From an optimization exercise on the open Yosys and OpenROAD flow, aimed at small area, a short achievable clock period and few clock cycles per item; shortcuts taken in it are not production practice.
Only simulation tests tie the RTL to the original design; equivalence was not proved.

$ cat design.v
module sha256_engine (
    input  wire         clk,
    input  wire         rst,         
    input  wire         in_valid,
    output wire         in_ready,
    input  wire [31:0]  in_data,
    input  wire         in_init,     
    input  wire         in_sha224,   
    output reg          out_valid,
    output wire [255:0] out_digest
);
    localparam [255:0] IV256 = {32'h6a09e667, 32'hbb67ae85, 32'h3c6ef372, 32'ha54ff53a,
                                32'h510e527f, 32'h9b05688c, 32'h1f83d9ab, 32'h5be0cd19};
    localparam [255:0] IV224 = {32'hc1059ed8, 32'h367cd507, 32'h3070dd17, 32'hf70e5939,
                                32'hffc00b31, 32'h68581511, 32'h64f98fa7, 32'hbefa4fa4};
    reg        run;         
    reg [5:0]  t;           
    reg [3:0]  cnt;         
    reg        ibv;         
    reg [31:0] ib;
    reg        pinit, p224;    
    reg        cinit, c224;    
    reg        last;           
    reg  [1:0] lya, lye;       
    reg        fin;            
    reg [31:0] ra0, ra1, ra2, ra3, re0, re1, re2, re3;
    reg [31:0] a, b, c, d, e, f, g;
    reg [31:0] p;               
    reg [31:0] w [0:15];        
    integer i;
    wire hi    = (t[5:4] == 2'b11);
    wire xfer  = ibv & hi & (t[3:0] == cnt);
    reg  start;      
    reg  ld_alt;     
    reg  gnorm, gey, g256, g224;    
    reg  ivld;       
    assign in_ready   = ~ibv | xfer;
    assign out_digest = {ra0, ra3, ra2, ra1, re0, re3, re2, re1};    
    wire       accept = in_valid & in_ready;
    wire [3:0] idx    = cnt + {3'd0, ibv};
    wire [5:0] tn   = start ? 6'd0 :
                      (t == 6'd63) ? 6'd48 : t + 6'd1;
    reg [31:0] k_n;
    reg [31:0] k_rom;
    always @(*) begin
        case (tn)
            6'd0:    k_rom = 32'h71374491; 6'd1:    k_rom = 32'hb5c0fbcf;
            6'd2:    k_rom = 32'he9b5dba5; 6'd3:    k_rom = 32'h3956c25b;
            6'd4:    k_rom = 32'h59f111f1; 6'd5:    k_rom = 32'h923f82a4;
            6'd6:    k_rom = 32'hab1c5ed5; 6'd7:    k_rom = 32'hd807aa98;
            6'd8:    k_rom = 32'h12835b01; 6'd9:    k_rom = 32'h243185be;
            6'd10:   k_rom = 32'h550c7dc3; 6'd11:   k_rom = 32'h72be5d74;
            6'd12:   k_rom = 32'h80deb1fe; 6'd13:   k_rom = 32'h9bdc06a7;
            6'd14:   k_rom = 32'hc19bf174; 6'd15:   k_rom = 32'he49b69c1;
            6'd16:   k_rom = 32'hefbe4786; 6'd17:   k_rom = 32'h0fc19dc6;
            6'd18:   k_rom = 32'h240ca1cc; 6'd19:   k_rom = 32'h2de92c6f;
            6'd20:   k_rom = 32'h4a7484aa; 6'd21:   k_rom = 32'h5cb0a9dc;
            6'd22:   k_rom = 32'h76f988da; 6'd23:   k_rom = 32'h983e5152;
            6'd24:   k_rom = 32'ha831c66d; 6'd25:   k_rom = 32'hb00327c8;
            6'd26:   k_rom = 32'hbf597fc7; 6'd27:   k_rom = 32'hc6e00bf3;
            6'd28:   k_rom = 32'hd5a79147; 6'd29:   k_rom = 32'h06ca6351;
            6'd30:   k_rom = 32'h14292967; 6'd31:   k_rom = 32'h27b70a85;
            6'd32:   k_rom = 32'h2e1b2138; 6'd33:   k_rom = 32'h4d2c6dfc;
            6'd34:   k_rom = 32'h53380d13; 6'd35:   k_rom = 32'h650a7354;
            6'd36:   k_rom = 32'h766a0abb; 6'd37:   k_rom = 32'h81c2c92e;
            6'd38:   k_rom = 32'h92722c85; 6'd39:   k_rom = 32'ha2bfe8a1;
            6'd40:   k_rom = 32'ha81a664b; 6'd41:   k_rom = 32'hc24b8b70;
            6'd42:   k_rom = 32'hc76c51a3; 6'd43:   k_rom = 32'hd192e819;
            6'd44:   k_rom = 32'hd6990624; 6'd45:   k_rom = 32'hf40e3585;
            6'd46:   k_rom = 32'h106aa070; 6'd47:   k_rom = 32'h19a4c116;
            6'd48:   k_rom = 32'h1e376c08; 6'd49:   k_rom = 32'h2748774c;
            6'd50:   k_rom = 32'h34b0bcb5; 6'd51:   k_rom = 32'h391c0cb3;
            6'd52:   k_rom = 32'h4ed8aa4a; 6'd53:   k_rom = 32'h5b9cca4f;
            6'd54:   k_rom = 32'h682e6ff3; 6'd55:   k_rom = 32'h748f82ee;
            6'd56:   k_rom = 32'h78a5636f; 6'd57:   k_rom = 32'h84c87814;
            6'd58:   k_rom = 32'h8cc70208; 6'd59:   k_rom = 32'h90befffa;
            6'd60:   k_rom = 32'ha4506ceb; 6'd61:   k_rom = 32'hbef9a3f7;
            6'd62:   k_rom = 32'hc67178f2; default  k_rom = 32'h428a2f98;
        endcase
    end
    function [31:0] add_bk(input [31:0] u, input [31:0] v);
        reg [31:0] gg, pp, p0;
        integer s, j;
        begin
            gg = u & v;
            p0 = u ^ v;
            pp = p0;
            for (s = 1; s < 32; s = s * 2)
                for (j = 2*s-1; j < 32; j = j + 2*s) begin
                    gg[j] = gg[j] | (pp[j] & gg[j-s]);
                    pp[j] = pp[j] & pp[j-s];
                end
            for (s = 8; s >= 1; s = s / 2)
                for (j = 3*s-1; j < 32; j = j + 2*s) begin
                    gg[j] = gg[j] | (pp[j] & gg[j-s]);
                    pp[j] = pp[j] & pp[j-s];
                end
            add_bk = p0 ^ {gg[30:0], 1'b0};
        end
    endfunction
    wire [255:0] iv_p = p224 ? IV224 : IV256;
    wire [255:0] iv_c = c224 ? IV224 : IV256;
    wire [31:0] s1  = {e[5:0], e[31:6]} ^ {e[10:0], e[31:11]} ^ {e[24:0], e[31:25]};
    wire [31:0] s0  = {a[1:0], a[31:2]} ^ {a[12:0], a[31:13]} ^ {a[21:0], a[31:22]};
    wire [31:0] chv = (e & f) ^ (~e & g);
    wire [31:0] mjv = (a & b) ^ (a & c) ^ (b & c);
    wire [31:0] ya  = {lya[1] ? ra1[31:16] : 16'd0, lya[0] ? ra1[15:0] : 16'd0};    
    wire [31:0] ye  = {lye[1] ? re1[31:16] : 16'd0, lye[0] ? re1[15:0] : 16'd0};    
    wire [31:0] a1s  = p ^ s1 ^ chv;
    wire [31:0] a1c  = (p & s1 | p & chv | s1 & chv);
    wire [31:0] a1cs = {a1c[30:0], 1'b0};
    wire [31:0] a2s  = ya ^ s0 ^ mjv;
    wire [31:0] a2c  = (ya & s0 | ya & mjv | s0 & mjv);
    wire [31:0] a2cs = {a2c[30:0], 1'b0};
    wire [31:0] a3s  = a1s ^ a1cs ^ a2s;
    wire [31:0] a3c  = (a1s & a1cs | a1s & a2s | a1cs & a2s);
    wire [31:0] a3cs = {a3c[30:0], 1'b0};
    wire [31:0] a4s  = a3s ^ a3cs ^ a2cs;
    wire [31:0] a4c  = (a3s & a3cs | a3s & a2cs | a3cs & a2cs);
    wire [31:0] a4cs = {a4c[30:0], 1'b0};
    wire [31:0] a_r  = a4s + a4cs;
    wire [31:0] e2s  = a1s ^ a1cs ^ d;
    wire [31:0] e2c  = (a1s & a1cs | a1s & d | a1cs & d);
    wire [31:0] e2cs = {e2c[30:0], 1'b0};
    wire [31:0] e3s  = e2s ^ e2cs ^ ye;
    wire [31:0] e3c  = (e2s & e2cs | e2s & ye | e2cs & ye);
    wire [31:0] e3cs = {e3c[30:0], 1'b0};
    wire [31:0] e_r  = e3s + e3cs;
    wire [31:0] suma = add_bk(ra0, fin ? a : 32'd0);
    wire [31:0] sume = add_bk(re0, fin ? e : 32'd0);
    wire [31:0] ss0    = {w[1][6:0], w[1][31:7]} ^ {w[1][17:0], w[1][31:18]} ^ (w[1] >> 3);
    wire [31:0] ss1    = {w[14][16:0], w[14][31:17]} ^ {w[14][18:0], w[14][31:19]} ^ (w[14] >> 10);
    wire [31:0] w1s    = w[9] ^ w[0] ^ ss0;
    wire [31:0] w1c    = (w[9] & w[0] | w[9] & ss0 | w[0] & ss0);
    wire [31:0] w1cs   = {w1c[30:0], 1'b0};
    wire [31:0] w2s    = w1s ^ w1cs ^ ss1;
    wire [31:0] w2c    = (w1s & w1cs | w1s & ss1 | w1cs & ss1);
    wire [31:0] w_next = w2s + {w2c[30:0], 1'b0};
    wire [31:0] gp     = ({32{gnorm}} & g) | ({32{gey}} & re2) |
                         ({32{g256}} & IV256[31:0]) | ({32{g224}} & IV224[31:0]);
    wire [31:0] p1s    = gp ^ k_n ^ w[1];
    wire [31:0] p1c    = (gp & k_n | gp & w[1] | k_n & w[1]);
    wire [31:0] p_next = add_bk(p1s, {p1c[30:0], 1'b0});
    wire       runn = start | (run & t != 6'd63);
    wire       ibvn = accept | (ibv & ~xfer);
    wire [3:0] cntn = cnt + {3'd0, xfer};
    wire       pinn = (accept & idx == 4'd0) ? in_init : pinit;
    wire       p2n  = (accept & idx == 4'd0) ? in_sha224 : p224;
    wire       stn  = (tn == 6'd63) & ibvn & (cntn == 4'd15);
    always @(posedge clk) begin
        for (i = 0; i < 15; i = i + 1)
            w[i] <= w[i+1];
        if (run & ~hi)
            w[15] <= w_next;
        else if (xfer)
            w[15] <= ib;
        else
            w[15] <= w[0];
        if (accept) begin
            ib <= in_data;
            if (idx == 4'd0) begin
                pinit <= in_init;
                p224  <= in_sha224;
            end
        end
        p <= p_next;
        k_n <= k_rom;
        a <= ld_alt ? (pinit ? iv_p[255:224] : ra1) : a_r;
        b <= start ? (pinit ? iv_p[223:192] : suma) : a;
        c <= start ? (pinit ? iv_p[191:160] : ra3) : b;
        d <= start ? (pinit ? iv_p[159:128] : ra2) : c;
        e <= ld_alt ? (pinit ? iv_p[127:96]  : re1) : e_r;
        f <= start ? (pinit ? iv_p[95:64]   : sume) : e;
        g <= start ? (pinit ? iv_p[63:32]   : re3) : f;
        if (ivld) begin
            ra0 <= iv_c[159:128]; ra1 <= iv_c[191:160]; ra2 <= iv_c[223:192]; ra3 <= iv_c[255:224];
            re0 <= iv_c[31:0];    re1 <= iv_c[63:32];   re2 <= iv_c[95:64];   re3 <= iv_c[127:96];
        end else begin
            ra0 <= last ? a_r : ra1; ra1 <= ra2; ra2 <= ra3; ra3 <= suma;
            re0 <= last ? e_r : re1; re1 <= re2; re2 <= re3; re3 <= sume;
        end
        if (start) begin
            cinit <= pinit;
            c224  <= p224;
        end
        if (rst) begin
            run       <= 1'b0;
            t         <= 6'd48;
            cnt       <= 4'd0;
            ibv       <= 1'b0;
            out_valid <= 1'b0;
            last      <= 1'b0;
            lya       <= 2'b00;
            lye       <= 2'b00;
            fin       <= 1'b0;
            start     <= 1'b0;
            ld_alt    <= 1'b0;
            gnorm     <= 1'b1;
            gey       <= 1'b0;
            g256      <= 1'b0;
            g224      <= 1'b0;
            ivld      <= 1'b0;
        end else begin
            out_valid <= last;
            last      <= run & (t == 6'd62);
            lya[0]    <= run & (t == 6'd62);
            lya[1]    <= fin & (t == 6'd62);
            lye[0]    <= run & (t[5:1] == 5'd31) & ~t[0];
            lye[1]    <= fin & (t[5:1] == 5'd31) & ~t[0];
            fin       <= run & (t == 6'd60 || t == 6'd61 || t == 6'd62);
            ibv       <= ibvn;
            cnt       <= cntn;
            t         <= tn;
            run       <= runn;
            start     <= stn;
            ld_alt    <= stn & (pinn | ~runn);
            gnorm     <= ~stn;
            gey       <= stn & ~pinn;
            g256      <= stn & pinn & ~p2n;
            g224      <= stn & pinn & p2n;
            ivld      <= start & pinit;
        end
    end
endmodule
$ cat run.sh
#!/bin/bash
# synth_recipe.tcl (not shown) runs the flow's synth.tcl, then flattens the netlist and writes it again
# the make line also repeats each setting of config.mk as NAME=value (left out here)
make -C /OpenROAD-flow-scripts/flow DESIGN_CONFIG=/design/flow/config.mk WORK_HOME=/design/flow/orfs CLKGATE_MAP_FILE= SYNTH_SCRIPT=/design/flow/synth_recipe.tcl finish
$ cat config.mk
export PLATFORM = sky130hd
export DESIGN_NAME = sha256_engine
export DESIGN_NICKNAME = sha256_engine
export VERILOG_FILES = /design/flow/design.v
export SDC_FILE = /design/flow/constraint.sdc
export NUM_CORES = 4
export LEC_CHECK = 0
export CAP_MARGIN = 20
export CORE_MARGIN = 2
export CORE_UTILIZATION = 40
export CTS_CLUSTER_DIAMETER = 80
export CTS_CLUSTER_SIZE = 24
export PLACE_DENSITY = 0.6
export SETUP_SLACK_MARGIN = 5
export SLEW_MARGIN = 20
$ cat constraint.sdc
create_clock -name core_clock -period 10.0 [get_ports {clk}]
set_input_delay 2.0000 -clock core_clock [delete_from_list [all_inputs] [get_ports {clk}]]
set_output_delay 2.0000 -clock core_clock [all_outputs]
set_load 0.01 [all_outputs]
==> summary.txt, run 1 <==
Floorplanning
  • I/O pin count: 295
  • Row cnt: 131
  • Initial core utilization: 0.403
  • Chip Height: 363 µm
  • Core area: 128000 µm²
  • Die width: 363 µm
  • Die area: 132000 µm²

Clock tree
  • Num CTS Buffers: 68
  • Worst skew pair latency: 0.70 ns
  • Clock root buffer: clkbuf_16
  • TritonCTS clock tree: yes
  • Clock Path Buffers: 3
  • CTS Sinks: 1116
  • H-tree depth: 3
  • Clock transition at the registers of the reported paths: 0.10 ns

Final layout
  • Finished layout cell area: 59300 µm²
  • Area delta synth->final: 15.1%
  • Share of layout cells above drive strength 1: 0.0844
  • Most common cell after layout, fill and taps aside: dfxtp_1
  • Most frequent cells in the layout: dfxtp_1, inv_1, nand2_1, fa_1, a21oi_1
  • Nets: 5882
  • Register area: 22800 µm²
  • Layout Utilization: 0.464
  • Layout fillers: 12000
  • Area taken by multi-input logic gates: 26400 µm²
  • Fin cells: 7021

Logic synthesis
  • Main combinational cell family by area after synthesis: adder cells
  • Avg Cell Area, Syn: 9.99 µm²
  • Mapped cell area: 51500 µm²
  • Post-Synth Adder-Cell Area: 0.178
  • Syn Inst Count: 5158
  • Ys async rst share: 0
  • XOR/XNOR share of the synthesized area: 0.0665
  • Yosys warning count: 2
  • Unique cell type count in the Yosys netlist: 76
  • Sequential-to-total area share from yosys stat: 0.440
  • Post-synth EDFFs: 35
  • Post-synthesis mux area share: 0.0136
  • Post-synth top area cell: dfxtp_1
  • Compound-Gate Fraction of Synth Area: 0.148
  • Post-synthesis register bit count: 1116
  • Share of Yosys cell area claimed by the top area cell type: 0.420
  • Largest cells by area after synthesis: dfxtp_1, fa_1, ha_1
  • Syn_nets: 5728
  • Post-Synth Simple-Gate Area: 0.0941
  • Post-synth top flop: dfxtp_1

Critical path
  • Critical path type: register to register
  • Crit path launch type: register
  • Crit path max fanout: 6
  • Crit path DAT: 5.52 ns
  • Worst Path Required: 10.56 ns
  • CP Capture Type: register

Detailed routing
  • Vias per inst: 5.43
  • Routed via count: 38100
  • DRT iter0 DRCs: 3802
  • Routed Antenna Nets: 0
  • DRC viols: 0
  • Routed WL: 179000 µm
  • DRT Pass-1 Iters: 8
  • Routed wire per std cell: 25.5 µm

STA
  • Hold_ws: 0.292 ns
  • Post-layout minimum cycle time: 4.96 ns
  • Final total negative setup slack: 0 ns
  • Final-report setup violation count: 0
  • Worst Slack Setup Final: 5.04 ns
  • Worst-Margin Slew: 1.17 ns
  • Slew margin rel.: 0.219
  • Final critical-path share of the clock period: 0.496
  • Final Hold Fails: 0
  • RSZ-0062 raised after global routing: true
  • Max Fclk: 0.202 GHz
  • Clock Skew: 0.0468 ns
  • Pins over their slew limit: 0

Worst hold path
  • Worst min-delay path category: register to register

Global routing
  • Initial antenna violation count: 11
  • Vias in the first global route: 37100
  • Global route overflow: 0
  • First-pass GRT wire length: 258000 µm
  • Largest net degree at the start of global routing: 82
  • Tot GR Track Use: 0.268

Placement
  • DP Cell Count: 6861
  • Global placer's final weighted congestion: 0.949
  • Placed Instance Area: 55800 µm²
  • Pre-CTS setup slack: 4.18 ns
  • HPWL Detailed: 136000 µm
  • IO Port Bufs: 294

Job
  • Max_cap viols: 0

Run status
  • Status: timing/DRC/antenna clean
[critical path: stages (launching register included)]
cell and delay, ns:
dfxtp_1 0.66, xnor2_2 0.21, fa_1 0.54, fa_1 0.55, inv_1 0.05, fa_1 0.44
ha_1 0.35, and2_1 0.17, nor3b_1 0.16, o21a_2 0.28, nor4_4 0.42, o31ai_4 0.14
a31o_2 0.30, a221oi_4 0.28, xor2_1 0.17, mux2i_1 0.09
[state kept, by name, summed over array words and instances (netlist names), 4 cells and up]
signal  flops
a          32
b          32
c          32
cnt         4
d          32
e          32
f          32
g          32
ib         32
k_n        32
p          32
ra0        32
ra1        32
ra2        32
ra3        32
re0        32
re1        32
re2        32
re3        32
t           6
w         512
[cells in the mapped netlist (all sizes together) (34+ instances only)]
library cell	n
clkbuf	266
a21o	173
ha	209
o21ai	281
xnor2	282
a211oi	34
fa	324
nand2	353
nor2	278
edfxtp	35
nor2b	53
inv	505
o211ai	78
a31oi	59
a21oi	305
dfxtp	1081
xor2	109
o22ai	35
nand3	64
nor3	57
or2	46
and2	85
[path summary, 6_finish.rpt]
check,startpoint,end,slack (ns),cells after the start
worst max-delay path,a[29],a[31],5.04,15
worst min-delay path,w[7][22],w[6][22],0.29,0
worst max register to register,a[29],a[31],5.04,15
worst min register to register,w[7][22],w[6][22],0.29,0
[what timing repair did]
item,in CTS,in global routing
setup endpoints to repair,68,50
endpoints found under the hold margin,0,0
pin swaps,27,30
resized for setup,102,96
hold buffers,0,0
cloned,0,0
setup buffers,17,26
[kinds of logic (layout without fill, tap and decap cells)]
logic type | Yosys count | in the layout
other | 0 | 2
AOI/OAI and AO/OA | 1194 | 1194
buffers and inverters | 806 | 1005
adders and majority gates | 542 | 542
DFF | 1116 | 1116
xor gates and xnor gates | 391 | 391
and+or+nand+nor | 1043 | 1043
muxes | 66 | 66
[cell type report]
class,instances,area share
inverter,507,0.0322
timing repair buffer,383,0.0616
sequential,1116,0.385
tap,1662,0.0351
multi-input combinational,3236,0.446
clock inverter,36,0.00992
antenna,2,0.0000844
clock buffer,79,0.0303
[layer usage]
layer | share of wire | wire length, µm | track usage
met3 | 0.080 | 14200 | 0.0464
met4 | 0.036 | 6460 | 0.0901
met1 | 0.46 | 81600 | 0.386
met2 | 0.43 | 76600 | 0.403
met5 | 0.000073 | 13 | 0
Testbench counts, summed over its fixed seeds: cycles 92,352, blocks 1,440.
==> run 2: changes to the inputs <==
--- a/config.mk
+++ b/config.mk
@@ -5,6 +5,7 @@
 export SDC_FILE = /design/flow/constraint.sdc
 export NUM_CORES = 4
 export LEC_CHECK = 0
+export ABC_AREA = 1
 export CAP_MARGIN = 20
 export CORE_MARGIN = 2
 export CORE_UTILIZATION = 40
==> summary.txt, run 2 <==
Run status
  • Status: timing/DRC/antenna clean

STA
  • RSZ-0062 raised after global routing: true
  • Final Hold Fails: 0
  • Final critical-path share of the clock period: 0.491
  • Hold_ws: 0.320 ns
  • Final total negative setup slack: 0 ns
  • Worst Slack Setup Final: 5.09 ns
  • Max Fclk: 0.204 GHz
  • Pins over their slew limit: 0
  • Clock Skew: 0.0663 ns
  • Post-layout minimum cycle time: 4.91 ns
  • Final-report setup violation count: 0
  • Slew margin rel.: 0.263
  • Worst-Margin Slew: 1.11 ns

Final layout
  • Max FFs per register: 512
  • Finished layout cell area: 60400 µm²
  • Most common cell after layout, fill and taps aside: nand2_1
  • Nets: 6985
  • Share of layout cells above drive strength 1: 0.0440
  • Most frequent cells in the layout: nand2_1, inv_1, dfxtp_1, o21ai_0, nor2_1
  • Area delta synth->final: 13.0%
  • Register name with the most flops: w

Logic synthesis
  • Post-synthesis register bit count: 1116
  • Post-synth top flop: dfxtp_1
  • Sequential-to-total area share from yosys stat: 0.425
  • Syn_nets: 6832
  • Share of Yosys cell area claimed by the top area cell type: 0.405
  • Avg Cell Area, Syn: 8.53 µm²
  • Ys async rst share: 0
  • Most common cell in the netlist: nand2_1
  • Largest cells by area after synthesis: dfxtp_1, fa_1, nand2_1
  • Post-synth EDFFs: 35
  • Mapped cell area: 53400 µm²
  • Syn Inst Count: 6262
  • Unique cell type count in the Yosys netlist: 55
  • Yosys warning count: 2
  • Post-synth top cells: nand2_1, inv_1, dfxtp_1, o21ai_0, nor2_1
  • Post-synth top area cell: dfxtp_1

Floorplanning
  • Chip Height: 369 µm
  • Die area: 137000 µm²
  • Initial core utilization: 0.402
  • Core area: 133000 µm²
  • I/O pin count: 295
  • Die width: 369 µm
  • Row cnt: 134

Global routing
  • Largest net degree at the start of global routing: 118
  • Global route overflow: 0
  • Vias in the first global route: 42200
  • First-pass GRT wire length: 302000 µm
  • Tot GR Track Use: 0.309
  • Initial antenna violation count: 8

Placement
  • Global placer's final weighted congestion: 1.06
  • Placed Instance Area: 57900 µm²
  • HPWL Detailed: 170000 µm
  • IO Port Bufs: 294
  • Pre-CTS setup slack: 4.68 ns

Clock tree
  • TritonCTS clock tree: yes
  • Cts hold-fix bufs: 0
  • Clock root buffer: clkbuf_16
  • Clock Path Buffers: 3
  • Clock transition at the registers of the reported paths: 0.09 ns
  • Num CTS Buffers: 68
  • Worst skew pair latency: 0.74 ns
  • H-tree depth: 3
  • CTS Sinks: 1116

Critical path
  • Worst Path Required: 10.59 ns
  • Crit-path most repeated cell: nand2_1
  • Sequence of cells on the critical path: xnor2_2 -> xor2_1 -> inv_1 -> fa_1 -> inv_1 -> fa_1 -> fa_1 -> inv_1 -> ha_2 -> inv_1 -> fa_1 -> inv_1 -> nand3_1 -> nand3_2 -> nand2_1 -> nand2_2 -> nand2_1 -> nand2_1 -> nand2_1 -> nand3_1 -> nand2_1 -> nand3_1 -> nand2_1
  • CP max stage delay: 0.53 ns
  • Slowest CP cell: fa_1
  • Crit path DAT: 5.50 ns
  • Cell family with most CP delay: adder cells
  • CP Capture Type: register
  • Worst path bufs/invs: 5
  • Crit path max fanout: 5
  • Crit path launch type: register
  • Critical path type: register to register

Detailed routing
  • Routed via count: 42800
  • Vias per inst: 5.20
  • DRT iter0 DRCs: 3881
  • Routed WL: 213000 µm
  • DRC viols: 0
  • DRT Pass-1 Iters: 6
  • Routed Antenna Nets: 0
  • Routed wire per std cell: 25.9 µm

Worst hold path
  • Worst min-delay path category: register to register

Job
  • Max_cap viols: 0
run 2: changes by cell type in the layout (fill, tap and decap cells not counted), sizes merged, moves of 57 or more:
| cell | change |
|---|---|
| a21o | -154 |
| a21oi | -88 |
| and2 | -80 |
| inv | +596 |
| nand2 | +853 |
| nand3 | +188 |
| nor2 | +75 |
| o21ai | +253 |
| xnor2 | -122 |
| xor2 | +57 |
run 2: worst paths after layout:
check                start  endpoint  slack (ns)  cells after the start
hold reg to reg   w[5][19]  w[4][19]        0.32                      0
setup reg to reg     e[26]     e[27]        5.09                     23
setup / recovery     e[26]     e[27]        5.09                     23
hold / removal    w[5][19]  w[4][19]        0.32                      0
run 2: logic make-up after synthesis:
logic type | after synthesis | synth area share
mux | 2 | 0.000375
flops | 1116 | 0.425
buf+inv | 1352 | 0.0970
xor+xnor | 326 | 0.0534
simple gates | 1948 | 0.151
compound gates | 985 | 0.103
fa+ha+maj | 533 | 0.170
run 2: final cells by class:
class / count / area (µm²)
tap: 1768 / 2210
sequential: 1116 / 22800
multi-input combinational: 3794 / 25700
timing repair buffer: 328 / 3240
antenna: 4 / 10.0
clock inverter: 32 / 566
clock buffer: 77 / 1750
fill: 13200 / 72600
inverter: 1107 / 4170
run 2: what timing repair did:
item	in CTS	in global routing
pin swaps	1	2
setup buffers	1	2
setup endpoints to repair	30	50
gates cloned	0	0
hold endpoints to repair	0	0
resized for setup	11	44
run 2: per-layer routing:
metal	vias up	global-route usage	wire length [µm]
li1	19700	-	-
met1	20900	0.398	87500
met2	1782	0.506	98500
met3	405	0.0463	14800
met4	0	0.152	12400
met5	-	0	0
run 2: worst register-to-register path, cell delays in order (launching register included):
cell and delay, ns:
dfxtp_4 0.43, xnor2_2 0.24, xor2_1 0.17, inv_1 0.10, fa_1 0.53, inv_1 0.06, fa_1 0.51, fa_1 0.42
inv_1 0.08, ha_2 0.25, inv_1 0.08, fa_1 0.47, inv_1 0.10, nand3_1 0.09, nand3_2 0.19, nand2_1 0.10
nand2_2 0.16, nand2_1 0.07, nand2_1 0.18, nand2_1 0.20, nand3_1 0.11, nand2_1 0.07, nand3_1 0.07, nand2_1 0.10
run 2: per-stage QoR:
| step | cells | utilization |
|---|---|---|
| global route | 8222 | 0.454 |
| CTS | 8220 | 0.453 |
| global placement | 8110 | 0.435 |
| floorplan | 6262 | - |
| finish | 8226 | 0.454 |
| detailed placement | 8110 | 0.435 |
==> run 3: changes to the inputs <==
==> flow/run.sh (new file) <==
#!/bin/bash
# The standard layout (the standard.sh, unchanged synthesis), with two
# placement/CTS options: every port still gets its own buffer, but as the
# smallest buffer cell, and the clock tree is built without dummy loads.
set -euo pipefail
export BUFFER_PORTS_ARGS="-buffer_cell sky130_fd_sc_hd__buf_1"
export CTS_ARGS="-sink_clustering_enable -repair_clock_nets -sink_clustering_size 24 -sink_clustering_max_diameter 80 -dont_use_dummy_load"
bash standard.sh > standard.log 2>&1
==> standard.sh (new file) <==
#!/bin/bash
# synth_recipe.tcl (not shown) runs the flow's synth.tcl, then flattens the netlist and writes it again
# the make line also repeats each setting of config.mk as NAME=value (left out here)
make -C /OpenROAD-flow-scripts/flow DESIGN_CONFIG=/design/flow/config.mk WORK_HOME=/design/flow/orfs CLKGATE_MAP_FILE= SYNTH_SCRIPT=/design/flow/synth_recipe.tcl "${@:-finish}"
--- a/config.mk
+++ b/config.mk
@@ -5,12 +5,9 @@
 export SDC_FILE = /design/flow/constraint.sdc
 export NUM_CORES = 4
 export LEC_CHECK = 0
-export ABC_AREA = 1
 export CAP_MARGIN = 20
 export CORE_MARGIN = 2
 export CORE_UTILIZATION = 40
-export CTS_CLUSTER_DIAMETER = 80
-export CTS_CLUSTER_SIZE = 24
 export PLACE_DENSITY = 0.6
 export SETUP_SLACK_MARGIN = 5
 export SLEW_MARGIN = 20
removed: run.sh
==> summary.txt, run 3 <==
Critical path
  • Crit path max fanout: 3
  • CP max stage delay: 0.57 ns
  • Reg-to-Reg Start: e[27]
  • Crit path launch type: register
  • Crit-path most repeated cell: fa_1
  • Worst Path Required: 10.49 ns
  • CP Capture Type: register
  • Crit path from: e[27]
  • Sequence of cells on the critical path: xnor2_4 -> xnor2_2 -> fa_1 -> inv_2 -> fa_1 -> inv_2 -> fa_1 -> ha_4 -> fa_2 -> a21o_1 -> and3_4 -> o211ai_1 -> buf_4 -> a21oi_4 -> o41ai_4 -> buf_4 -> o21bai_1 -> a311oi_2 -> xor2_1 -> o21ai_1
  • R2r worst-path depth: 20
  • Slowest CP cell: fa_1
  • Crit path DAT: 5.49 ns
  • Critical path type: register to register

Floorplanning
  • Core area: 128000 µm²
  • I/O pin count: 295
  • Row cnt: 131
  • Initial core utilization: 0.403
  • Die width: 363 µm
  • Chip Height: 363 µm
  • Die area: 132000 µm²

Worst hold path
  • Worst min-delay path category: register to register
  • Hold-critical path depth: 0
  • HP Start: w[11][4]

Clock tree
  • TritonCTS clock tree: yes
  • H-tree depth: 3
  • Cts hold-fix bufs: 0
  • Worst skew pair latency: 0.67 ns
  • Num CTS Buffers: 66
  • Clock Path Buffers: 3
  • Clock transition at the registers of the reported paths: 0.09 ns
  • CTS Sinks: 1116
  • Clock root buffer: clkbuf_16

Global routing
  • First-pass GRT wire length: 250000 µm
  • Tot GR Track Use: 0.258
  • Largest net degree at the start of global routing: 83
  • Global route overflow: 0
  • Initial antenna violation count: 8
  • Vias in the first global route: 36300

Final layout
  • Layout fillers: 12200
  • Area delta synth->final: 10.4%
  • Most common cell after layout, fill and taps aside: dfxtp_1
  • Register name with the most flops: w
  • Share of layout cells above drive strength 1: 0.0808
  • Most frequent cells in the layout: dfxtp_1, inv_1, nand2_1, fa_1, a21oi_1
  • Nets: 5883
  • Diode count: 0
  • Max FFs per register: 512

STA
  • Final Hold Fails: 0
  • Max Fclk: 0.200 GHz
  • Hold_ws: 0.318 ns
  • Worst-Margin Slew: 1.10 ns
  • Slew margin rel.: 0.264
  • Final-report setup violation count: 0
  • RSZ-0062 raised after global routing: true
  • Final total negative setup slack: 0 ns
  • Final critical-path share of the clock period: 0.500
  • Pins over their slew limit: 0
  • Clock Skew: 0.104 ns
  • Worst Slack Setup Final: 5.00 ns
  • Post-layout minimum cycle time: 5.00 ns

Logic synthesis
  • Post-synth top area cell: dfxtp_1
  • Post-synth top cells: dfxtp_1, inv_1, nand2_1, fa_1, a21oi_1
  • Syn Inst Count: 5158
  • Avg Cell Area, Syn: 9.99 µm²
  • Syn_nets: 5728
  • Most common cell in the netlist: dfxtp_1
  • Share of Yosys cell area claimed by the top area cell type: 0.420
  • Post-synth top flop: dfxtp_1
  • Ys async rst share: 0
  • Post-synthesis register bit count: 1116
  • Largest cells by area after synthesis: dfxtp_1, fa_1, ha_1
  • Mapped cell area: 51500 µm²
  • Post-synth EDFFs: 35
  • Sequential-to-total area share from yosys stat: 0.440
  • Yosys warning count: 2
  • Unique cell type count in the Yosys netlist: 76

Detailed routing
  • Routed via count: 37800
  • Routed wire per std cell: 24.9 µm
  • Routed WL: 174000 µm
  • Vias per inst: 5.42
  • Routed Antenna Nets: 0
  • DRC viols: 0
  • DRT Pass-1 Iters: 7
  • DRT iter0 DRCs: 3913

Placement
  • IO Port Bufs: 294
  • Pre-CTS setup slack: 4.20 ns
  • HPWL Detailed: 131000 µm
  • Global placer's final weighted congestion: 0.986

Run status
  • Status: timing/DRC/antenna clean

Job
  • Max_cap viols: 0
[run 3: cell types whose count changed after synthesis, moves of 58 or more]
cell      change
nand2_1     -847
and2_1       +80
a21oi_1      +88
xnor2_1     +122
nand3_1     -184
nor2_1       -58
clkbuf_1     +73
o21ai_0     -239
inv_1       -588
a21o_1      +154
[run 3: layout make-up]
type,count,area (µm²),area share
Inverter,507,1910,0.0335
Clock buffer,66,1650,0.0290
Timing Repair Buffer,386,1890,0.0332
Sequential cell,1116,22800,0.402
Multi-Input combinational cell,3236,26500,0.466
Tap cell,1662,2080,0.0366
[run 3: kinds of logic (layout without fill, tap and decap cells)]
family / after synthesis / count (layout) / synth area share
AOI/OAI and AO/OA: 1194 / 1194 / 0.148
xor gates and xnor gates: 391 / 391 / 0.0665
adders and majority gates: 542 / 542 / 0.178
muxes: 66 / 66 / 0.0136
DFF: 1116 / 1116 / 0.440
buffers and inverters: 806 / 959 / 0.0588
and+or+nand+nor: 1043 / 1043 / 0.0941
[run 3: worst paths after layout]
check                                 to  slack, ns
worst min register to register  w[10][4]       0.32
worst min-delay path            w[10][4]       0.32
worst max-delay path               a[26]       5.00
worst max register to register     a[26]       5.00
[run 3: routing by layer]
metal | global-route usage | up-vias | part of all wire
met2 | 0.391 | 1632 | 0.43
met3 | 0.0486 | 260 | 0.090
met1 | 0.366 | 18600 | 0.44
li1 | - | 17400 | -
met5 | 0 | - | 0
met4 | 0.0921 | 0 | 0.038
[run 3: critical path: cells and delay by family (launching register included)]
kind | cells | cell delay [ns]
buffers and inverters | 4 | 0.46
AOI/OAI and AO/OA | 7 | 1.08
DFF | 1 | 0.40
xor gates and xnor gates | 3 | 0.52
and+or+nand+nor | 1 | 0.17
adders and majority gates | 5 | 2.18
[run 3: per-stage QoR]
| stage | utilization | area [µm²] | instances |
|---|---|---|---|
| floorplan | - | 51500 | 5158 |
| global route | 0.445 | 56900 | 6973 |
| detailed placement | 0.423 | 54000 | 6860 |
| finish | 0.445 | 56900 | 6973 |
| global placement | 0.423 | 54000 | 6859 |
| CTS | 0.439 | 56100 | 6941 |
[run 3: what timing repair did]
item / in CTS / in global routing
buffers inserted: 15 / 31
resized for setup: 88 / 128
gates cloned: 0 / 1
pin swaps: 20 / 33
endpoints found under the setup margin: 67 / 54
==> run 4: changes to the inputs <==
==> flow/run.sh (replaced) <==
#!/bin/bash
# The standard layout (the standard.sh, unchanged synthesis), with
# placement, CTS and repair options:
#  - every port still gets its own buffer, but as the smallest buffer cell;
#  - the clock tree is built without dummy loads, in clusters of at most 24;
#  - timing repair aims for 4.2 ns paths (a setup margin of 5.8 ns at the
#    10 ns clock).
set -euo pipefail
export BUFFER_PORTS_ARGS="-buffer_cell sky130_fd_sc_hd__buf_1"
export CTS_ARGS="-sink_clustering_enable -repair_clock_nets -sink_clustering_size 24 -sink_clustering_max_diameter 80 -dont_use_dummy_load"
export SETUP_SLACK_MARGIN=5.8
bash standard.sh > standard.log 2>&1
--- a/config.mk
+++ b/config.mk
@@ -5,9 +5,9 @@
 export SDC_FILE = /design/flow/constraint.sdc
 export NUM_CORES = 4
 export LEC_CHECK = 0
+export ABC_AREA = 1
 export CAP_MARGIN = 20
 export CORE_MARGIN = 2
 export CORE_UTILIZATION = 40
 export PLACE_DENSITY = 0.6
-export SETUP_SLACK_MARGIN = 5
 export SLEW_MARGIN = 20
==> summary.txt, run 4 <==
Final layout
  • Register name with the most flops: w
  • Share of layout cells above drive strength 1: 0.133
  • Area delta synth->final: 16.0%
  • Nets: 7106
  • Finished layout cell area: 62000 µm²
  • Max FFs per register: 512
  • Most frequent cells in the layout: nand2_1, inv_1, dfxtp_1, o21ai_0, nor2_1
  • Most common cell after layout, fill and taps aside: nand2_1

Logic synthesis
  • Post-synth EDFFs: 35
  • Syn Inst Count: 6262
  • Post-synth top area cell: dfxtp_1
  • Largest cells by area after synthesis: dfxtp_1, fa_1, nand2_1
  • Share of Yosys cell area claimed by the top area cell type: 0.405
  • Yosys warning count: 2
  • Unique cell type count in the Yosys netlist: 55
  • Sequential-to-total area share from yosys stat: 0.425
  • Post-synth top cells: nand2_1, inv_1, dfxtp_1, o21ai_0, nor2_1
  • Ys async rst share: 0
  • Post-synthesis register bit count: 1116
  • Mapped cell area: 53400 µm²
  • Post-synth top flop: dfxtp_1
  • Most common cell in the netlist: nand2_1
  • Syn_nets: 6832
  • Avg Cell Area, Syn: 8.53 µm²

STA
  • Post-layout minimum cycle time: 4.33 ns
  • Pins over their slew limit: 0
  • Clock Skew: 0.101 ns
  • Final Hold Fails: 0
  • Final total negative setup slack: 0 ns
  • Final-report setup violation count: 0
  • RSZ-0062 raised after global routing: true
  • Worst-Margin Slew: 1.32 ns
  • Final critical-path share of the clock period: 0.433
  • Slew margin rel.: 0.117
  • Max Fclk: 0.231 GHz

Run status
  • Status: timing/DRC/antenna clean

Floorplanning
  • Die area: 137000 µm²
  • Chip Height: 369 µm
  • Initial core utilization: 0.402
  • Die width: 369 µm
  • I/O pin count: 295
  • Row cnt: 134
  • Core area: 133000 µm²

Global routing
  • First-pass GRT wire length: 300000 µm
  • Initial antenna violation count: 10
  • Largest net degree at the start of global routing: 86
  • Global route overflow: 0
  • Tot GR Track Use: 0.307
  • Vias in the first global route: 42300

Critical path
  • Reg-to-Reg Start: e[13]
  • Sequence of cells on the critical path: buf_4 -> xnor2_2 -> xor2_1 -> inv_1 -> fa_2 -> fa_1 -> fa_1 -> ha_2 -> nand2_2 -> inv_1 -> nand2_2 -> nor3_4 -> nand2_4 -> nand2_8 -> inv_2 -> o21bai_1 -> nand2_1 -> nand2_1 -> nand2_1 -> nand2_2
  • Crit path launch type: register
  • CP Capture Type: register
  • Worst Path Required: 10.57 ns
  • Cell family with most CP delay: adder cells
  • CP max stage delay: 0.56 ns
  • Worst path bufs/invs: 4
  • Crit path from: e[13]
  • Crit path max fanout: 6
  • Critical path type: register to register
  • Slowest CP cell: fa_2
  • Crit path DAT: 4.90 ns

Detailed routing
  • Routed Antenna Nets: 0
  • DRT iter0 DRCs: 4247
  • DRT Pass-1 Iters: 7
  • Routed wire per std cell: 25.7 µm
  • DRC viols: 0
  • Vias per inst: 5.26
  • Routed WL: 214000 µm
  • Routed via count: 43700

Clock tree
  • Cts hold-fix bufs: 0
  • H-tree depth: 3
  • Clock Path Buffers: 3
  • Worst skew pair latency: 0.70 ns
  • Num CTS Buffers: 70
  • CTS Sinks: 1116
  • TritonCTS clock tree: yes
  • Clock transition at the registers of the reported paths: 0.09 ns
  • Clock root buffer: clkbuf_16

Placement
  • Global placer's final weighted congestion: 1.09
  • Placed Instance Area: 56100 µm²
  • HPWL Detailed: 166000 µm
  • IO Port Bufs: 294

Worst hold path
  • HP Start: w[15][20]
  • Worst min-delay path category: register to register

Job
  • Max_cap viols: 0
[run 4: changes by cell type in the layout (fill, tap and decap cells not counted), sizes merged, moves of 49 or more]
cell and change:
and2 -80, xor2 +57, inv +600, a21o -154, o21ai +253, nand2 +853, nand3 +188, a21oi -88
nor2b -53, nor2 +75, a31oi -49, buf +62, xnor2 -122
[run 4: layout make-up]
cell class | count | area [µm²]
flip-flops and latches | 1116 | 22900
repair buffers | 447 | 2410
well taps | 1768 | 2210
multi-input cells | 3794 | 28500
diodes | 7 | 17.5
fillers | 12900 | 71000
clock buffers | 70 | 1750
inverters | 1107 | 4180
[run 4: metal layers]
layer,part of all wire,global-route usage
met3,0.075,0.0532
met5,0.000037,0
met4,0.052,0.137
met2,0.46,0.498
met1,0.42,0.401
[run 4: logic make-up after synthesis]
kind of cell    count (synthesis)  synth area share
compound gates                985             0.103
xor+xnor                      326            0.0534
fa+ha+maj                     533             0.170
buf+inv                      1352            0.0970
flops                        1116             0.425
mux                             2          0.000375
simple gates                 1948             0.151
[run 4: worst paths after layout]
path	slack (ns)	to	depth (start not counted)
worst min register to register	0.30	w[14][20]	0
worst min-delay path	0.30	w[14][20]	0
worst max register to register	5.67	e[19]	20
worst max-delay path	5.67	e[19]	20
[run 4: what timing repair did]
action                     CTS  global route
setup buffers               47            67
pin swaps                   63           141
gates resized for setup    459           367
setup endpoints to repair  148           125
hold endpoints to repair     0             0
cloned                       0             0
[run 4: per-stage QoR]
step / hold WS [ns] / util / setup WS, ns / cells
after floorplan: 0.310 / - / 5.87 / 6262
after global placement: 0.310 / 0.422 / 4.67 / 8118
after detailed placement: 0.312 / 0.422 / 4.69 / 8118
after CTS: 0.304 / 0.451 / 5.66 / 8235
after global routing: 0.303 / 0.466 / 5.58 / 8302
final: 0.305 / 0.466 / 5.67 / 8309
==> run 5: changes to the inputs <==
--- a/design.v
+++ b/design.v
@@ -38,8 +38,8 @@
     assign out_digest = {ra0, ra3, ra2, ra1, re0, re3, re2, re1};    
     wire       accept = in_valid & in_ready;
     wire [3:0] idx    = cnt + {3'd0, ibv};
-    wire [5:0] tn   = start ? 6'd0 :
-                      (t == 6'd63) ? 6'd48 : t + 6'd1;
+    reg [5:0] tq;
+    wire [5:0] tn = tq;
     reg [31:0] k_n;
     reg [31:0] k_rom;
     always @(*) begin
@@ -119,11 +119,14 @@
     wire [31:0] a4c  = (a3s & a3cs | a3s & a2cs | a3cs & a2cs);
     wire [31:0] a4cs = {a4c[30:0], 1'b0};
     wire [31:0] a_r  = a4s + a4cs;
-    wire [31:0] e2s  = a1s ^ a1cs ^ d;
-    wire [31:0] e2c  = (a1s & a1cs | a1s & d | a1cs & d);
+    wire [31:0] e1s  = d ^ p ^ ye;
+    wire [31:0] e1c  = (d & p | d & ye | p & ye);
+    wire [31:0] e1cs = {e1c[30:0], 1'b0};
+    wire [31:0] e2s  = e1s ^ e1cs ^ s1;
+    wire [31:0] e2c  = (e1s & e1cs | e1s & s1 | e1cs & s1);
     wire [31:0] e2cs = {e2c[30:0], 1'b0};
-    wire [31:0] e3s  = e2s ^ e2cs ^ ye;
-    wire [31:0] e3c  = (e2s & e2cs | e2s & ye | e2cs & ye);
+    wire [31:0] e3s  = e2s ^ e2cs ^ chv;
+    wire [31:0] e3c  = (e2s & e2cs | e2s & chv | e2cs & chv);
     wire [31:0] e3cs = {e3c[30:0], 1'b0};
     wire [31:0] e_r  = e3s + e3cs;
     wire [31:0] suma = add_bk(ra0, fin ? a : 32'd0);
@@ -186,6 +189,7 @@
         if (rst) begin
             run       <= 1'b0;
             t         <= 6'd48;
+            tq        <= 6'd49;
             cnt       <= 4'd0;
             ibv       <= 1'b0;
             out_valid <= 1'b0;
@@ -210,7 +214,8 @@
             fin       <= run & (t == 6'd60 || t == 6'd61 || t == 6'd62);
             ibv       <= ibvn;
             cnt       <= cntn;
-            t         <= tn;
+            t         <= tq;
+            tq        <= stn ? 6'd0 : (tq == 6'd63) ? 6'd48 : tq + 6'd1;
             run       <= runn;
             start     <= stn;
             ld_alt    <= stn & (pinn | ~runn);
==> summary.txt, run 5 <==
Run status
  • Status: timing/DRC/antenna clean

Floorplanning
  • Initial core utilization: 0.402
  • Chip Height: 373 µm
  • Die width: 373 µm
  • Core area: 135000 µm²
  • Row cnt: 135
  • Die area: 139000 µm²
  • I/O pin count: 295

STA
  • RSZ-0062 raised after global routing: true
  • Max Fclk: 0.237 GHz
  • Pins over their slew limit: 0
  • Final Hold Fails: 0
  • Worst-Margin Slew: 1.16 ns
  • Clock Skew: 0.123 ns
  • Slew margin rel.: 0.218
  • Final critical-path share of the clock period: 0.422
  • Post-layout minimum cycle time: 4.22 ns
  • Final total negative setup slack: 0 ns
  • Final-report setup violation count: 0

Critical path
  • Worst Path Required: 10.60 ns
  • Crit path DAT: 4.82 ns
  • Crit path max fanout: 5
  • CP Capture Type: register
  • R2r worst-path depth: 18
  • Crit path launch type: register
  • Critical path type: register to register

Logic synthesis
  • Ys async rst share: 0
  • Syn_nets: 6957
  • Mapped cell area: 54400 µm²
  • Sequential-to-total area share from yosys stat: 0.419
  • Syn Inst Count: 6360
  • Unique cell type count in the Yosys netlist: 63
  • Post-synth top cells: nand2_1, inv_1, dfxtp_1, o21ai_0, nor2_1
  • XOR/XNOR share of the synthesized area: 0.0560
  • Largest cells by area after synthesis: dfxtp_1, fa_1, nand2_1
  • Post-Synth Adder-Cell Area: 0.176
  • Share of Yosys cell area claimed by the top area cell type: 0.400
  • Most common cell in the netlist: nand2_1
  • Avg Cell Area, Syn: 8.55 µm²
  • Main combinational cell family by area after synthesis: adder cells
  • Post-synth top flop: dfxtp_1
  • Compound-Gate Fraction of Synth Area: 0.105
  • Post-synth EDFFs: 35
  • Post-synth top area cell: dfxtp_1
  • Yosys warning count: 2
  • Post-synthesis mux area share: 0
  • Post-Synth Simple-Gate Area: 0.146
  • Post-synthesis register bit count: 1122

Global routing
  • Grt met1 use: 0.403
  • Met3 Use GR: 0.0536
  • Vias in the first global route: 43300
  • Initial antenna violation count: 9
  • Most Crowded Layer GR: met2
  • Largest net degree at the start of global routing: 83
  • Global route overflow: 0
  • First-pass GRT wire length: 313000 µm
  • Grt met2 use: 0.506
  • Tot GR Track Use: 0.314

Final layout
  • Area taken by multi-input logic gates: 29200 µm²
  • Share of layout cells above drive strength 1: 0.124
  • Layout Utilization: 0.467
  • Most frequent cells in the layout: nand2_1, inv_1, dfxtp_1, o21ai_0, nor2_1
  • Max FFs per register: 512
  • Area delta synth->final: 16.2%
  • Register name with the most flops: w
  • Most common cell after layout, fill and taps aside: nand2_1
  • Nets: 7247
  • Layout fillers: 13100
  • Register area: 23100 µm²

Detailed routing
  • Routed wire per std cell: 26.5 µm
  • Routed WL: 224000 µm
  • Vias per inst: 5.27
  • Routed Antenna Nets: 0
  • DRT iter0 DRCs: 4693
  • Routed via count: 44400
  • DRT Pass-1 Iters: 6
  • DRC viols: 0

Clock tree
  • CTS Sinks: 1122
  • Worst skew pair latency: 0.72 ns
  • Num CTS Buffers: 72
  • Clock root buffer: clkbuf_16
  • Clock transition at the registers of the reported paths: 0.10 ns
  • H-tree depth: 3
  • Cts hold-fix bufs: 0
  • TritonCTS clock tree: yes
  • Clock Path Buffers: 3

Placement
  • IO Port Bufs: 294
  • HPWL Detailed: 174000 µm
  • Global placer's final weighted congestion: 1.07

Job
  • Max_cap viols: 0

Worst hold path
  • Hold-critical path depth: 0
  • Worst min-delay path category: register to register
run 5: path summary, 6_finish.rpt:
path | start | to | slack, ns
worst min register to register | w[8][6] | w[7][6] | 0.28
worst max register to register | a[10] | ra0[19] | 5.78
worst min-delay path | w[8][6] | w[7][6] | 0.28
worst max-delay path | a[10] | ra0[19] | 5.78
run 5: layout make-up:
type | instances | share of cell area
clock buffer | 72 | 0.0285
inverter | 1145 | 0.0687
timing repair buffer | 447 | 0.0403
tap | 1781 | 0.0353
antenna | 4 | 0.000158
multi-input combinational | 3862 | 0.462
sequential | 1122 | 0.365
run 5: cell families after synthesis:
family          count (synthesis)
flops                        1122
fa+ha+maj                     560
buf+inv                      1377
simple gates                 1941
xor+xnor                      348
compound gates               1012
run 5: repair_timing:
| item | in CTS | in global routing |
|---|---|---|
| endpoints found under the setup margin | 136 | 106 |
| gates cloned | 3 | 2 |
| setup buffers | 57 | 49 |
| pin swaps | 35 | 114 |
| gates resized for setup | 374 | 359 |
run 5: metrics by stage:
stage	hold slack, ns	area (µm²)	std cells	worst slack (ns)
floorplan	0.310	54400	6360	5.82
global placement	0.310	57100	8244	4.40
detailed placement	0.312	57200	8246	4.48
CTS	0.281	61100	8378	5.64
global route	0.295	63200	8429	5.66
finish	0.280	63200	8433	5.78
run 5: layer usage:
layer,vias to the layer above,share of wire
met2,1926,0.45
li1,20200,-
met1,21800,0.40
met5,-,0
met3,513,0.080
met4,0,0.063
run 5: critical path, cell delays in order, from the launching register on:
cell and delay, ns:
dfxtp_4 0.42, xnor2_2 0.21, xor2_2 0.30, fa_1 0.53, fa_2 0.43, fa_1 0.50, inv_1 0.04, ha_2 0.33
nand2_4 0.13, inv_1 0.09, nand2_1 0.09, nand2_2 0.11, a21oi_4 0.23, nand2_8 0.11, a21oi_4 0.20, xnor2_2 0.13
buf_6 0.16, nand2_4 0.05, nand2_2 0.06
Testbench counts of run 5, summed over its fixed seeds: cycles 92,352, blocks 1,440.
==> run 6: changes to the inputs <==
--- a/config.mk
+++ b/config.mk
@@ -8,6 +8,6 @@
 export ABC_AREA = 1
 export CAP_MARGIN = 20
 export CORE_MARGIN = 2
-export CORE_UTILIZATION = 40
-export PLACE_DENSITY = 0.6
+export CORE_UTILIZATION = 55
+export PLACE_DENSITY = 0.75
 export SLEW_MARGIN = 20
==> summary.txt, run 6 <==
Global routing
  • Largest net degree at the start of global routing: 88
  • Initial antenna violation count: 9
  • Vias in the first global route: 43700
  • Tot GR Track Use: 0.402
  • Global route overflow: 0
  • First-pass GRT wire length: 296000 µm

Final layout
  • Share of layout cells above drive strength 1: 0.112
  • Nets: 7219
  • Fin cells: 7912
  • Layout fillers: 8310
  • Register name with the most flops: w
  • Register area: 23100 µm²
  • Most common cell after layout, fill and taps aside: nand2_1
  • Area delta synth->final: 13.6%
  • Max FFs per register: 512
  • Most frequent cells in the layout: nand2_1, inv_1, dfxtp_1, o21ai_0, nor2_1
  • Area taken by multi-input logic gates: 28900 µm²

Clock tree
  • Clock Path Buffers: 3
  • Clock transition at the registers of the reported paths: 0.11 ns
  • CTS Sinks: 1122
  • TritonCTS clock tree: yes
  • Cts hold-fix bufs: 0
  • Clock root buffer: clkbuf_16
  • H-tree depth: 2
  • Num CTS Buffers: 61
  • Worst skew pair latency: 0.74 ns

Logic synthesis
  • Post-synth top area cell: dfxtp_1
  • Post-synth top cells: nand2_1, inv_1, dfxtp_1, o21ai_0, nor2_1
  • Most common cell in the netlist: nand2_1
  • Yosys warning count: 2
  • Post-synth EDFFs: 35
  • Unique cell type count in the Yosys netlist: 63
  • Post-synthesis register bit count: 1122
  • Ys async rst share: 0
  • Share of Yosys cell area claimed by the top area cell type: 0.400
  • Syn_nets: 6957
  • Largest cells by area after synthesis: dfxtp_1, fa_1, nand2_1
  • Mapped cell area: 54400 µm²
  • Post-synth top flop: dfxtp_1
  • Avg Cell Area, Syn: 8.55 µm²
  • Sequential-to-total area share from yosys stat: 0.419
  • Syn Inst Count: 6360

Detailed routing
  • Routed via count: 45300
  • Routed wire per std cell: 26.5 µm
  • Routed Antenna Nets: 0
  • DRT Pass-1 Iters: 8
  • Vias per inst: 5.72
  • Routed WL: 210000 µm
  • DRT iter0 DRCs: 4974
  • DRC viols: 0

STA
  • Final Hold Fails: 0
  • RSZ-0062 raised after global routing: true
  • Final critical-path share of the clock period: 0.427
  • Final total negative setup slack: 0 ns
  • Post-layout minimum cycle time: 4.27 ns
  • Worst-Margin Slew: 1.37 ns
  • Pins over their slew limit: 0
  • Final-report setup violation count: 0
  • Clock Skew: 0.146 ns
  • Slew margin rel.: 0.0766
  • Max Fclk: 0.234 GHz

Floorplanning
  • I/O pin count: 295
  • Row cnt: 115
  • Die area: 101000 µm²
  • Chip Height: 318 µm
  • Initial core utilization: 0.553
  • Core area: 98300 µm²
  • Die width: 318 µm

Placement
  • IO Port Bufs: 294
  • Global placer's final weighted congestion: 1.13
  • DP Cell Count: 7744
  • HPWL Detailed: 160000 µm

Critical path
  • Worst reg2reg setup slack: 5.73 ns
  • Sequence of cells on the critical path: xnor2_4 -> buf_12 -> xor2_4 -> ha_2 -> xnor2_2 -> fa_1 -> fa_1 -> ha_4 -> fa_2 -> nand3_2 -> nand3_4 -> nand2_4 -> nand2_4 -> nand2_4 -> nand2_4 -> nand2_2 -> nand2_1 -> nand2_1 -> buf_4 -> a31oi_1
  • Crit path max fanout: 4
  • Crit path DAT: 4.82 ns
  • Worst Path Required: 10.55 ns
  • Crit path from: e[12]
  • Critical Path Sink: a[16]
  • Slowest CP cell: dfxtp_4
  • Critical path type: register to register
  • Crit-path most repeated cell: nand2_4
  • FF-to-FF End: a[16]
  • Reg-to-Reg Start: e[12]
  • CP Capture Type: register
  • Crit path launch type: register
  • R2r worst-path depth: 20
  • CP max stage delay: 0.47 ns

Run status
  • Status: timing/DRC/antenna clean

Worst hold path
  • Worst min-delay path category: register to register

Job
  • Max_cap viols: 0
[run 6: how the worst min path moves through the flow]
stage	start	endpoint	slack, ns	cells past startpoint
2_1_floorplan	w[11][0]	w[10][0]	0.31	0
3_3_place_gp	w[13][27]	w[12][27]	0.31	0
4_1_cts	w[15][15]	w[14][15]	0.29	0
6_report	w[15][15]	w[14][15]	0.29	0
3_5_place_dp	w[11][0]	w[10][0]	0.31	0
5_1_grt	w[15][9]	w[14][9]	0.30	0
[run 6: layout make-up]
type,instances,area share
repair buffers,430,0.0383
diodes,5,0.000202
well taps,1287,0.0261
multi-input cells,3862,0.467
inverters,1145,0.0700
flip-flops and latches,1122,0.374
clock buffers,61,0.0247
[run 6: metal layers]
| layer | routed length (µm) | part of all wire | up-vias | GRT usage |
|---|---|---|---|---|
| li1 | - | - | 20200 | - |
| met1 | 77300 | 0.37 | 21800 | 0.491 |
| met2 | 93700 | 0.45 | 2508 | 0.640 |
| met3 | 20300 | 0.097 | 745 | 0.0832 |
| met4 | 18500 | 0.088 | 12 | 0.278 |
| met5 | 58 | 0.00028 | - | 0 |
[run 6: cell families after synthesis]
kind of cell,share of synthesized area
AO/OA/AOI/OAI,0.105
XOR/XNOR,0.0560
adder cells (fa/ha/maj),0.176
buffers and inverters,0.0966
flip-flops,0.419
AND/OR/NAND/NOR,0.146
[run 6: worst max-delay path, delay by kind of cell (launching register included)]
family | cells | cell delay, ns
AOI/OAI and AO/OA | 1 | 0.07
xor gates and xnor gates | 3 | 0.64
adders and majority gates | 5 | 1.88
buffers and inverters | 2 | 0.25
DFF | 1 | 0.47
and+or+nand+nor | 9 | 0.77
[run 6: through the flow]
stage	setup slack, ns	hold slack (ns)	area, µm²	util
6_report	5.73	0.292	61800	0.629
5_1_grt	5.64	0.301	61800	0.629
4_1_cts	5.77	0.288	59700	0.607
3_5_place_dp	4.62	0.312	56500	0.575
3_3_place_gp	4.61	0.310	56500	0.575
2_1_floorplan	5.82	0.310	54400	-
[run 6: repair_timing]
action	4_1_cts	5_1_grt
gates resized for setup	300	351
buffers inserted	43	56
hold endpoints to repair	0	0
setup endpoints to repair	124	95
pin swaps	35	101
cloned	1	1
==> run 7: changes to the inputs <==
==> flow/run.sh (replaced) <==
#!/bin/bash
# The standard layout (the standard.sh, unchanged synthesis), with
# placement, CTS and repair options:
#  - every port still gets its own buffer, but as the smallest buffer cell;
#  - the clock tree is built without dummy loads, in clusters of at most 24;
#  - timing repair aims for 3.8 ns paths (a setup margin of 6.2 ns at the
#    10 ns clock).
set -euo pipefail
export BUFFER_PORTS_ARGS="-buffer_cell sky130_fd_sc_hd__buf_1"
export CTS_ARGS="-sink_clustering_enable -repair_clock_nets -sink_clustering_size 24 -sink_clustering_max_diameter 80 -dont_use_dummy_load"
export SETUP_SLACK_MARGIN=6.2
bash standard.sh > standard.log 2>&1
--- a/config.mk
+++ b/config.mk
@@ -8,6 +8,6 @@
 export ABC_AREA = 1
 export CAP_MARGIN = 20
 export CORE_MARGIN = 2
-export CORE_UTILIZATION = 55
-export PLACE_DENSITY = 0.75
+export CORE_UTILIZATION = 40
+export PLACE_DENSITY = 0.6
 export SLEW_MARGIN = 20
==> summary.txt, run 7 <==
Clock tree
  • CTS Sinks: 1122
  • H-tree depth: 3
  • Clock transition at the registers of the reported paths: 0.10 ns
  • Clock Path Buffers: 3
  • TritonCTS clock tree: yes
  • Worst skew pair latency: 0.73 ns
  • Clock root buffer: clkbuf_16
  • Num CTS Buffers: 70

Detailed routing
  • Routed wire per std cell: 25.8 µm
  • Routed via count: 45300
  • DRT iter0 DRCs: 4448
  • DRC viols: 0
  • DRT Pass-1 Iters: 6
  • Vias per inst: 5.32
  • Routed WL: 220000 µm
  • Routed Antenna Nets: 0

Logic synthesis
  • Unique cell type count in the Yosys netlist: 63
  • Post-synth top cells: nand2_1, inv_1, dfxtp_1, o21ai_0, nor2_1
  • Syn_nets: 6957
  • Compound-Gate Fraction of Synth Area: 0.105
  • Yosys warning count: 2
  • Syn Inst Count: 6360
  • Post-synthesis mux area share: 0
  • Post-synth top area cell: dfxtp_1
  • Largest cells by area after synthesis: dfxtp_1, fa_1, nand2_1
  • Post-Synth Simple-Gate Area: 0.146
  • Post-Synth Adder-Cell Area: 0.176
  • Sequential-to-total area share from yosys stat: 0.419
  • Ys async rst share: 0
  • Main combinational cell family by area after synthesis: adder cells
  • Post-synth top flop: dfxtp_1
  • Post-synthesis register bit count: 1122
  • Post-synth EDFFs: 35
  • Avg Cell Area, Syn: 8.55 µm²
  • Share of Yosys cell area claimed by the top area cell type: 0.400
  • XOR/XNOR share of the synthesized area: 0.0560
  • Most common cell in the netlist: nand2_1
  • Mapped cell area: 54400 µm²

Critical path
  • Critical path type: register to register
  • Sequence of cells on the critical path: buf_12 -> xnor2_4 -> xor2_2 -> inv_1 -> fa_2 -> inv_2 -> fa_2 -> fa_1 -> inv_2 -> ha_4 -> nand2_8 -> nor3_4 -> buf_4 -> nand4_1 -> nand4_1 -> nand2_1 -> nand2_1 -> o21ai_1
  • Crit path launch type: register
  • Slowest CP cell: fa_2
  • CP max stage delay: 0.56 ns
  • R2r worst-path depth: 18
  • Crit path DAT: 4.79 ns
  • Worst Path Required: 10.57 ns
  • CP Capture Type: register
  • Crit path max fanout: 4

Global routing
  • Global route overflow: 0
  • Vias in the first global route: 43800
  • Largest net degree at the start of global routing: 70
  • Tot GR Track Use: 0.308
  • First-pass GRT wire length: 310000 µm
  • Initial antenna violation count: 10

Floorplanning
  • Die width: 373 µm
  • Initial core utilization: 0.402
  • I/O pin count: 295
  • Die area: 139000 µm²
  • Row cnt: 135
  • Chip Height: 373 µm
  • Core area: 135000 µm²

Final layout
  • Finished layout cell area: 65900 µm²
  • Most common cell after layout, fill and taps aside: inv_1
  • Layout Utilization: 0.487
  • Layout fillers: 12800
  • Register name with the most flops: w
  • Share of layout cells above drive strength 1: 0.182
  • Nets: 7336
  • Most frequent cells in the layout: inv_1, nand2_1, dfxtp_1, o21ai_0, nor2_1
  • Max FFs per register: 512
  • Area delta synth->final: 21.2%

Run status
  • Status: timing/DRC/antenna clean

STA
  • Final total negative setup slack: 0 ns
  • Post-layout minimum cycle time: 4.23 ns
  • Max Fclk: 0.237 GHz
  • Final Hold Fails: 0
  • Clock Skew: 0.115 ns
  • Slew margin rel.: 0.172
  • Worst-Margin Slew: 1.23 ns
  • Pins over their slew limit: 0
  • Final-report setup violation count: 0
  • RSZ-0062 raised after global routing: true
  • Final critical-path share of the clock period: 0.423

Worst hold path
  • Worst min-delay path category: register to register
  • Hold-critical path depth: 0

Placement
  • HPWL Detailed: 167000 µm
  • Global placer's final weighted congestion: 1.10
  • Placed Instance Area: 57100 µm²
  • IO Port Bufs: 294

Job
  • Max_cap viols: 0
run 7: cell count changes in the layout (fill, tap and decap cells not counted), moves of 39 or more:
cell     change
buf_4       +58
nand2_4     +53
nand2_2     +71
buf_6       +39
nand2_1    -133
nand3_1     -42
dfxtp_1     -49
run 7: final timing paths:
kind | from | slack (ns) | to
hold / removal | w[11][24] | 0.28 | w[10][24]
setup reg to reg | e[19] | 5.77 | a[23]
setup / recovery | e[19] | 5.77 | a[23]
hold reg to reg | w[11][24] | 0.28 | w[10][24]
run 7: logic make-up after synthesis:
family                   after synthesis
adder cells (fa/ha/maj)              560
AO/OA/AOI/OAI                       1012
AND/OR/NAND/NOR                     1941
buffers and inverters               1377
XOR/XNOR                             348
flip-flops                          1122
run 7: metrics by stage:
stage	std cells	hold WS, ns	setup WS, ns
floorplan	6360	0.310	6.20
global placement	8236	0.310	4.75
detailed placement	8236	0.312	4.69
CTS	8422	0.266	5.77
global route	8518	0.272	5.66
finish	8520	0.276	5.77
run 7: cell type report:
cell class	instances	area, µm²	area share
multi-input cells	3862	30900	0.468
diodes	2	5.00	0.0000759
repair buffers	538	3500	0.0532
clock buffers	70	1750	0.0266
inverters	1145	4340	0.0659
well taps	1781	2230	0.0338
flip-flops and latches	1122	23200	0.352
run 7: what timing repair did:
item	4_1_cts	5_1_grt
buffers inserted	111	96
pin swaps	126	245
endpoints found under the setup margin	187	139
cloned	5	0
resized for setup	714	539
hold buffers	0	0
run 7: worst max-delay path: cells and delay by family, from the launching register on:
family	cells	cell delay, ns
adders and majority gates	4	1.80
and+or+nand+nor	6	0.83
buffers and inverters	5	0.48
xor gates and xnor gates	2	0.45
DFF	1	0.40
AOI/OAI and AO/OA	1	0.08
run 7: metal layers:
layer	wire length, µm	global-route usage	share of wire	vias to the layer above
met3	21500	0.0683	0.098	564
met4	15200	0.167	0.069	2
li1	-	-	-	20400
met1	85600	0.392	0.39	22100
met2	97400	0.486	0.44	2233
met5	13	0	0.000059	-

==> afterwards: timing with drivers on the ports <==
Ports are ideal in the flow. The routed layouts listed here were re-timed in OpenROAD. Step 1 sets driving cells, clkbuf_16 on the clock port and buf_2 on the other inputs (assumed; they add their load-dependent delay and slew). Step 2 times the ports against the registers' clock, not the clock port: input delays grow and output delays shrink by t, the midpoint of the rising clock arrivals with the driver on. Slacks: ideal / step 1 / step 2; pairs: ideal / step 1.
run	t (ns)	setup slack, ns	slew at the worst register clock pin (ns)
run 1	0.764	5.040 / 5.040 / 5.040	0.10 / 0.10
run 2	0.784	5.088 / 5.088 / 5.088	0.11 / 0.11
run 3	0.691	5.002 / 5.002 / 5.002	0.10 / 0.10
run 4	0.737	5.667 / 5.667 / 5.667	0.10 / 0.10
run 5	0.741	5.784 / 5.784 / 5.784	0.10 / 0.10
run 6	0.737	5.729 / 5.729 / 5.729	0.11 / 0.11
run 7	0.754	5.773 / 5.773 / 5.773	0.10 / 0.10
After both steps setup and hold are still met in every run listed.
